This is an optimization exercise on Yosys and OpenROAD, whose aim is small area, a short achievable clock period and few clock cycles per item, not a production implementation.
In this exercise RTL edits were held to simulation tests only and were not proved equivalent to the original.

==> design.v <==
module intake_corr (
    input  wire        clk,
    input  wire        rst,
    input  wire [15:0] cfg_gain_l,    
    input  wire [15:0] cfg_gain_s,    
    input  wire [15:0] cfg_ratio,     
    input  wire [15:0] cfg_satlo,
    input  wire [3:0]  cfg_bw,        
    input  wire [3:0]  cfg_os,        
    input  wire [3:0]  cfg_gs,        
    input  wire        in_valid,
    output wire        in_ready,
    input  wire [15:0] in_long,
    input  wire [15:0] in_short,
    input  wire [15:0] in_dark,
    input  wire [15:0] in_gain,
    output wire        out_valid,
    input  wire        out_ready,
    output wire [15:0] out_pix
);
    wire adv = out_ready || !out_valid;    
    assign in_ready = adv;
    wire [31:0] pl = in_long  * cfg_gain_l;
    wire [31:0] ps = in_short * cfg_gain_s;
    wire [32:0] rl = ({1'b0, pl} + 33'd2048) >> 12;    
    wire [32:0] rs = ({1'b0, ps} + 33'd2048) >> 12;
    wire [15:0] gl = (rl > 33'd65535) ? 16'hFFFF : rl[15:0];
    wire [15:0] gs = (rs > 33'd65535) ? 16'hFFFF : rs[15:0];
    reg         v1;
    reg  [15:0] l1, s1, d1, g1;
    wire [31:0] sp   = s1 * cfg_ratio;                  
    wire [23:0] lp   = {l1, 8'd0};                      
    wire [12:0] bwp  = 13'd1 << cfg_bw;                 
    wire [16:0] hi   = {1'b0, cfg_satlo} + {4'd0, bwp};
    wire [12:0] w    = l1[12:0] - cfg_satlo[12:0];      
    wire [44:0] mix  = lp * (bwp - w) + sp * w;
    wire [44:0] mixr = (cfg_bw == 4'd0) ? mix : ((mix + (45'd1 << (cfg_bw - 4'd1))) >> cfg_bw);
    reg  [44:0] m;
    always @* begin
        if (l1 < cfg_satlo)              m = {21'd0, lp};
        else if ({1'b0, l1} >= hi)       m = {13'd0, sp};
        else                             m = mixr;
    end
    wire [4:0]  msh  = 5'd8 + {1'b0, cfg_os};
    wire [44:0] mr   = (m + (45'd1 << (msh - 5'd1))) >> msh;
    wire [15:0] xm   = (s1 >= cfg_satlo) ? 16'hFFFF :
                       (mr > 45'd65535) ? 16'hFFFF : mr[15:0];
    reg         v2;
    reg  [15:0] x2, d2, g2;
    wire [15:0] sub  = (x2 > d2) ? (x2 - d2) : 16'd0;
    wire [31:0] fp   = sub * g2;
    wire [31:0] fr   = (cfg_gs == 4'd0) ? fp : ((fp + (32'd1 << (cfg_gs - 4'd1))) >> cfg_gs);
    wire [15:0] fo   = (fr > 32'd65535) ? 16'hFFFF : fr[15:0];
    reg         v3;
    reg  [15:0] o3;
    assign out_valid = v3;
    assign out_pix   = o3;
    always @(posedge clk) begin
        if (rst) begin
            v1 <= 1'b0;
            v2 <= 1'b0;
            v3 <= 1'b0;
        end else if (adv) begin
            v1 <= in_valid;
            v2 <= v1;
            v3 <= v2;
        end
    end
    always @(posedge clk) begin
        if (adv) begin
            l1 <= gl;
            s1 <= gs;
            d1 <= in_dark;
            g1 <= in_gain;
            x2 <= xm;
            d2 <= d1;
            g2 <= g1;
            o3 <= fo;
        end
    end
endmodule
==> run.sh <==
#!/bin/bash
# synth_recipe.tcl (not shown) runs the flow's synth.tcl, then flattens the netlist and writes it again
# the make line also repeats each setting of config.mk as NAME=value (left out here)
make -C /OpenROAD-flow-scripts/flow DESIGN_CONFIG=/design/flow/config.mk WORK_HOME=/design/flow/orfs CLKGATE_MAP_FILE= SYNTH_SCRIPT=/design/flow/synth_recipe.tcl finish
==> config.mk <==
export PLATFORM = sky130hd
export DESIGN_NAME = intake_corr
export DESIGN_NICKNAME = intake_corr
export VERILOG_FILES = /design/flow/design.v
export SDC_FILE = /design/flow/constraint.sdc
export NUM_CORES = 4
export LEC_CHECK = 0
export CAP_MARGIN = 20
export CORE_MARGIN = 2
export CORE_UTILIZATION = 40
export SLEW_MARGIN = 20
==> constraint.sdc <==
create_clock -name core_clock -period 22.0 [get_ports {clk}]
set_input_delay 4.4000 -clock core_clock [delete_from_list [all_inputs] [get_ports {clk}]]
set_output_delay 4.4000 -clock core_clock [all_outputs]
set_load 0.01 [all_outputs]
==> flow_summary.rst <==
.. list-table::
   :header-rows: 1

   * - Metric
     - Value
   * - Count of standard-cell rows
     - 158
   * - Final #Nets
     - 11700
   * - Instance count of the mapped netlist
     - 8714
   * - Floorplan die area
     - 0.189 mm^2
   * - Post-Syn Area
     - 0.0743 mm^2
   * - Final-layout worst hold slack
     - 416 ps
   * - Area of the core region
     - 0.185 mm^2
   * - Port buffer count
     - 161
   * - Clock transition at path regs
     - 60 ps
   * - Highest fanout seen on the critical path
     - 16
   * - Synth Register Bits
     - 131
   * - Final critical-path share of the clock period
     - 0.968
   * - Final critical-path required period
     - 21300 ps
   * - Fmax
     - 47.0 MHz
   * - Number of cells traversed by the worst register-to-register path
     - 71
   * - Startpoint types
     - primary input
   * - Root buffer selected by CTS
     - clkbuf_16
   * - Launching point of the worst reg2reg path
     - s1[10]
   * - Largest area contributor in the synthesized netlist
     - fa_1
   * - Count of flip-flops with a built-in enable after synthesis
     - 128
   * - Average wire per standard cell
     - 19.4 um
   * - Number of top-level design ports
     - 162
   * - Final setup margin
     - 702 ps
   * - Sequential element share of the synthesized area
     - 0.0525
   * - Effective utilization at floorplan
     - 0.402
   * - Die Span Y
     - 435 um
   * - Final TNS setup
     - 0 ps
   * - Routed wire length
     - 231 mm
   * - Clock Sink Count
     - 131
   * - Maximum number of pins on one net before global-route repair
     - 68
   * - Clock tree from TritonCTS
     - built
   * - Number of cells on the worst hold path
     - 0
   * - Number of buffers on the longest clock path
     - 2
   * - Layout overhead on the synthesized area
     - 14.4%
   * - Vias in the first global route
     - 65900
   * - DRT antenna net count
     - 0
   * - Setup-violating endpoint count in the final report
     - 0
   * - Synthesized area divided by synthesized cell count
     - 8.53 um^2
   * - Cell Count Post-Placement
     - 11800
   * - Non-Filler Instances
     - 11900
   * - Initial DRC Count
     - 3962
   * - Max-slew headroom at the worst pin
     - 0.145
   * - Endpoint required time on the critical path
     - 22220 ps
   * - CTS buffer count
     - 17
   * - Number of antenna violations at the first check in global routing
     - 12
   * - Minimum setup slack among reg-to-reg paths
     - 3730 ps
   * - DRC violation count after routing
     - 0
   * - Fraction of final layout cells sized beyond drive strength 1
     - 0.116
   * - Worst R2R End
     - x2[9]
   * - Async set-or-reset flop fraction in the synthesized netlist
     - 0
   * - Total routing resource utilization after global routing
     - 0.246
   * - Result of the run
     - finished clean
   * - Transition at the pin with the smallest max-transition slack
     - 1270 ps
   * - Dominant cell type by count on the critical path
     - fa_1
   * - Via-to-Cell Ratio
     - 5.23
   * - Worst-case clock skew
     - 20.0 ps
   * - Beginning of the worst hold path
     - g1[6]
   * - Crit path max-delay cell type
     - fa_1
   * - Element type at the critical path end
     - flop
   * - Data arrival at the endpoint of the critical path
     - 21520 ps
   * - Primary flip-flop cell chosen by synthesis mapping
     - edfxtp_1
   * - Last weighted congestion value of the routability-driven placer
     - 0.964
   * - Maxcap violations
     - 0
   * - Worst stage delay on the critical path
     - 610 ps
   * - Count of cell types in the netlist
     - 116
   * - Hpwl dp
     - 192 mm
   * - Number of H-tree branching levels
     - 4
   * - Share of Yosys cell area claimed by the top area cell type
     - 0.377
   * - Routed vias
     - 62100
   * - Floorplan die width
     - 435 um
   * - Final-report max-slew violation count
     - 0
   * - Class of the worst hold path
     - flop to flop
   * - Latest clock arrival within the worst-skew pair
     - 510 ps
   * - Cell types with the largest area share after synthesis
     - fa_1, ha_1, inv_1, nand2_1, edfxtp_1
   * - Post-Place Worst Slack
     - -614 ps
   * - Total congestion overflow
     - 0
   * - Warnings, synthesis
     - 1
   * - Detailed-router iteration count before antenna repair
     - 6
   * - Final-report hold violation count
     - 0
   * - Classification of the worst setup path
     - primary input to flop
   * - Min-Delay Endpoint
     - g2[6]
   * - Global-route wire length before repair
     - 369 mm
final cells by class:
cell class / count / area [um^2]
repair buffers: 986 / 7910
multi-input cells: 6557 / 63200
well taps: 2480 / 3100
clock inverters: 15 / 201
fillers: 18200 / 100000
diodes: 1 / 2.50
clock buffers: 17 / 425
inverters: 1678 / 6300
flip-flops and latches: 131 / 3900
synthesized netlist by cell type, types with 125 or more instances:
library cell,number
a21o_1,125
nand2_1,1148
and2_1,594
edfxtp_1,128
o21ai_0,220
clkbuf_1,307
nor2_1,524
xnor2_1,160
ha_1,760
inv_1,1667
fa_1,1400
a21oi_1,286
flip-flops by register name, indices dropped and copies added, names as in the netlist:
signal / flops
d1: 16
d2: 16
g1: 16
g2: 16
l1: 16
o3: 16
s1: 16
v1: 1
v2: 1
v3: 1
x2: 16
cell families after synthesis:
logic type,after synthesis,share of synthesized area
other cells,1,0.0000505
fa+ha+maj,2161,0.505
compound gates,1102,0.0993
xor+xnor,269,0.0320
simple gates,2873,0.186
buf+inv,2038,0.104
mux,139,0.0204
flops,131,0.0525
stage by stage:
stage,instance area (um^2),utilization
after CTS,84500,0.457
after global routing,85000,0.460
final,85000,0.460
after floorplan,74300,-
after detailed placement,83800,0.453
after global placement,83800,0.453
repair_timing:
item / 4_1_cts / 5_1_grt
setup buffers: 1 / 13
hold buffers: 0 / 0
endpoints found under the setup margin: 16 / 16
resized for setup: 6 / 114
endpoints found under the hold margin: 0 / 0
pin swaps: 2 / 44
how the worst max path moves through the flow:
stage,from,to,slack [ps],cells after the start
final,cfg_ratio[7],x2[9],700,74
after global routing,cfg_ratio[4],x2[10],-110,83
after CTS,cfg_ratio[1],x2[9],40,79
after detailed placement,cfg_bw[1],x2[9],-610,85
after global placement,cfg_bw[1],x2[3],-400,85
after floorplan,cfg_ratio[1],x2[5],270,78
metal layers:
layer | GRT usage | wire length (um) | vias to the layer above
met5 | 0 | 27 | -
met4 | 0.0843 | 9060 | 4
met3 | 0.0282 | 12700 | 333
met2 | 0.413 | 109000 | 1733
met1 | 0.330 | 99700 | 31300
li1 | - | - | 28700
critical path: cells and delay by family:
family                   cells  cell delay (ps)
buffers and inverters       14             2150
adder cells (fa/ha/maj)     15             6680
AO/OA/AOI/OAI               30             5070
XOR/XNOR                     1              170
AND/OR/NAND/NOR             14             3030
placed cells by master (no fill, tap or decap), types with 30 or more instances in the layout:
cell | Yosys | layout
inv_1 | 1667 | 1666
fa_1 | 1400 | 1399
nand2_1 | 1148 | 1144
buf_4 | 0 | 811
ha_1 | 760 | 759
and2_1 | 594 | 593
nor2_1 | 524 | 518
a21oi_1 | 286 | 270
o21ai_0 | 220 | 204
xnor2_1 | 160 | 155
clkdlybuf4s50_1 | 0 | 149
edfxtp_1 | 128 | 128
a21o_1 | 125 | 125
nor3_1 | 118 | 114
mux2i_1 | 105 | 104
xor2_1 | 106 | 102
nand2b_1 | 90 | 90
nand3_1 | 87 | 86
nor2b_1 | 76 | 75
a211oi_1 | 64 | 61
o211ai_1 | 44 | 44
or2_2 | 39 | 38
a31oi_1 | 41 | 37
o21a_1 | 36 | 36
or3_1 | 34 | 33
and3_1 | 33 | 33
nand4_1 | 30 | 30
Testbench counts, summed over its fixed seeds: cycles 64,096, items 64,000.

==> separate check: timing with driven ports <==
Ports are ideal in the flow. The routed layout listed here was re-timed in OpenROAD.
Step 1 sets driving cells, clkbuf_16 on the clock port and buf_2 on the other inputs (assumed; they add their load-dependent delay and slew).
Step 2, shift: input delay + t, output delay - t, t = (earliest + latest rising clock arrival at the registers) / 2. This alone moves slack from input paths to output paths.
Three values: ideal, step 1, step 2; two values: the first two.
t (ns): 0.570
setup slack, ns: 0.702 / 0.747 / 0.177
hold WS [ns]: 0.416 / 0.416 / 0.416
latest minus earliest clock arrival (ns): 0.022 / 0.022
worst register clock-pin slew, ns: 0.08 / 0.08
After both steps this run still meets setup and hold. For this run, drivers alone change the setup slack by +0.045 ns; drivers and shift together by -0.525 ns.
